Context: an optimization exercise on an open-source flow, tuned for small area. The choices shown serve that exercise and are no tape-out recipe. In this exercise RTL edits were held to simulation tests only and were not proved equivalent to the original. Power figures rest on the tool's default switching activity, not on a simulated workload.

Q:
==> flow/design.v (excerpt) <==
module sd_channel (
  input  wire        clk,
  input  wire        rst,
  input  wire        start,
  input  wire [9:0]  osr,
  input  wire [6:0]  fosr,
  input  wire [3:0]  qual,
  input  wire        en_hi,
  input  wire        en_lo,
  input  wire [15:0] hi,
  input  wire [15:0] lo,
  input  wire        bit_valid,
  input  wire        bit_in,
  output wire        main_valid,
  output wire [23:0] main_code,
  output wire        main_ovr,
  output wire        fast_valid,
  output wire [15:0] fast_code,
  output wire        trip_hi,
  output wire        trip_lo,
  output reg         lost
);
  reg  [9:0]  rm1;        
  reg  [6:0]  f;
  reg  [3:0]  qu;
  reg         cen_hi, cen_lo;
  reg  [15:0] thr_hi, thr_lo;
  always @(posedge clk) begin
    if (start) begin
      rm1    <= osr_m1;
      f      <= fosr;
      qu     <= qual;
      cen_hi <= en_hi;
      cen_lo <= en_lo;
      thr_hi <= hi;
      thr_lo <= lo;
    end
  end
  wire [9:0] osr_m1;
  wire [6:0] fm1;
  sd_add #(.W(10)) u_osr_m1 (.a(osr), .b(10'h3ff), .ci(1'b0), .s(osr_m1), .co());
  sd_add #(.W(7))  u_fm1    (.a(f),   .b(7'h7f),   .ci(1'b0), .s(fm1),    .co());
  reg running;
  wire take = running && bit_valid;
  reg        pbit;        
  reg  [8:0] run_len;
  wire       have_last;
  wire       same  = have_last && (bit_in == pbit);
  wire       stuck = same && (run_len == 9'd255);
  wire       eval  = take && !stuck;
  always @(posedge clk) begin
    if (rst) begin
      running <= 1'b0;
      lost    <= 1'b0;
    end else if (start) begin
      running <= 1'b1;
      lost    <= 1'b0;
    end else if (take && stuck) begin
      running <= 1'b0;
      lost    <= 1'b1;
    end
  end
  wire [8:0] run_inc;
  sd_add #(.W(9)) u_run (.a(run_len), .b(9'd0), .ci(1'b1), .s(run_inc), .co());
  always @(posedge clk) begin
    if (start)     run_len <= 9'd0;
    else if (take) run_len <= same ? run_inc : 9'd0;
  end
  reg       upd;          
  reg       va, vb, vf;   
  reg [6:0] nb;           
  reg       wr;           
  assign have_last = wr || (nb != 7'd0);
  wire       nb_ge_f, nb_ge_2f, nb_ge_2fm2;
  wire [6:0] nb_inc;
  sd_add #(.W(7)) u_nbf   (.a(nb), .b(~f), .ci(1'b1), .s(), .co(nb_ge_f));
  ...
clock: 10.0 ns
lec_check: 0
cap_margin: 20
core_margin: 2
core_utilization: 40
cts_buf_list: sky130_fd_sc_hd__clkbuf_4
cts_cluster_diameter: 45
cts_cluster_size: 9
slew_margin: 20
standard.sh (not shown) runs the stock make flow with config.mk's settings and CLKGATE_MAP_FILE= SYNTH_SCRIPT=/design/flow/synth_recipe.tcl, a recipe that flattens the netlist after the stock synthesis.
==> flow/flow/run.sh <==
#!/bin/bash
# The standard layout (the standard.sh, standard synthesis unchanged), with
# two placement/CTS choices passed to ORFS through its own variables:
#  - every input and output port is still buffered, by buf_1 rather than the
#    delay buffer buffer_ports picks by default;
#  - clock tree synthesis without dummy loads.
# make's full output goes to standard_flow.log; each ORFS step keeps its own
# log under orfs/logs/.
set -euo pipefail
export BUFFER_PORTS_ARGS="-buffer_cell sky130_fd_sc_hd__buf_1"
export CTS_ARGS="-sink_clustering_enable -repair_clock_nets -dont_use_dummy_load -sink_clustering_size 9 -sink_clustering_max_diameter 45 -buf_list sky130_fd_sc_hd__clkbuf_4"
bash standard.sh finish > standard_flow.log 2>&1
Q has completed all stages; timing, DRC and antenna checks passed.
Inputs modified between Q and T:
# Q
export LEC_CHECK = 0
export CAP_MARGIN = 20
export CORE_MARGIN = 2
export CORE_UTILIZATION = 40
export CTS_BUF_LIST = sky130_fd_sc_hd__clkbuf_4
export CTS_CLUSTER_DIAMETER = 45
export CTS_CLUSTER_SIZE = 9
export SLEW_MARGIN = 20
create_clock -name core_clock -period 10.0 [get_ports {clk}]
# T
export LEC_CHECK = 0
export CAP_MARGIN = 20
export CORE_MARGIN = 2
export CORE_UTILIZATION = 40
export CTS_BUF_LIST = sky130_fd_sc_hd__clkbuf_8
export CTS_CLUSTER_DIAMETER = 60
export CTS_CLUSTER_SIZE = 16
export SLEW_MARGIN = 20
create_clock -name core_clock -period 10.0 [get_ports {clk}]
-- flow/flow/run.sh --
<<< Q, line 9
set -euo pipefail
export BUFFER_PORTS_ARGS="-buffer_cell sky130_fd_sc_hd__buf_1"
export CTS_ARGS="-sink_clustering_enable -repair_clock_nets -dont_use_dummy_load -sink_clustering_size 9 -sink_clustering_max_diameter 45 -buf_list sky130_fd_sc_hd__clkbuf_4"
bash standard.sh finish > standard_flow.log 2>&1
>>> T, line 9
set -euo pipefail
export BUFFER_PORTS_ARGS="-buffer_cell sky130_fd_sc_hd__buf_1"
export CTS_ARGS="-sink_clustering_enable -repair_clock_nets -dont_use_dummy_load -sink_clustering_size 16 -sink_clustering_max_diameter 60 -buf_list sky130_fd_sc_hd__clkbuf_8"
bash standard.sh finish > standard_flow.log 2>&1
## What came out
On power drawn by the clock network, T does worse than Q.
Register-to-register slack: T vs Q, no meaningful difference
T ends up with a global-route wire length before repair that is 1.0% lower than in Q.
Re total track usage: T is 0.23 points down on Q.
The higher total number of H-tree levels came out of Q.
Reported for T and Q, sequential standard cell area turned out identical to the last digit.
Taking Q over T, the number of clock buffers in the layout ratio works out to 1.7.
Delta (T minus Q): net load switching power fell about 0.8%, half-perimeter wire length after detailed placement ~0 delta, routed length on met3 now sits lower.
The clock transition at the register clock pins on the worst setup and hold paths after CTS was comparable across T and Q.

port drivers added, routing unchanged:
No port has a modelled driver above. Below, the same layouts with a new extraction and two added sets of constraints.
Step 1 (the two cells are an assumption about what drives the block):
set clk [get_ports {clk}]
set_driving_cell -lib_cell sky130_fd_sc_hd__clkbuf_16 $clk
set_driving_cell -lib_cell sky130_fd_sc_hd__buf_2 [delete_from_list [all_inputs] $clk]
Step 2 adds t to the input delays and takes it off the output delays; t is the mean of the earliest and latest rising clock arrival at the registers after step 1. Input paths then give back, and output paths get back, about the clock's delay inside the block.
a / b / c = ideal ports / drivers / drivers and shift; a / b = the first two.
run | t, ns | setup WS [ns] | worst hold slack (ns) | worst setup path after step 2
Q | 0.809 | 1.933 / 1.933 / 1.933 | 0.283 / 0.283 / 0.283 | register to register
T | 0.648 | 1.936 / 1.936 / 1.936 | 0.270 / 0.270 / 0.270 | register to register
After both steps every run listed still meets setup and hold.
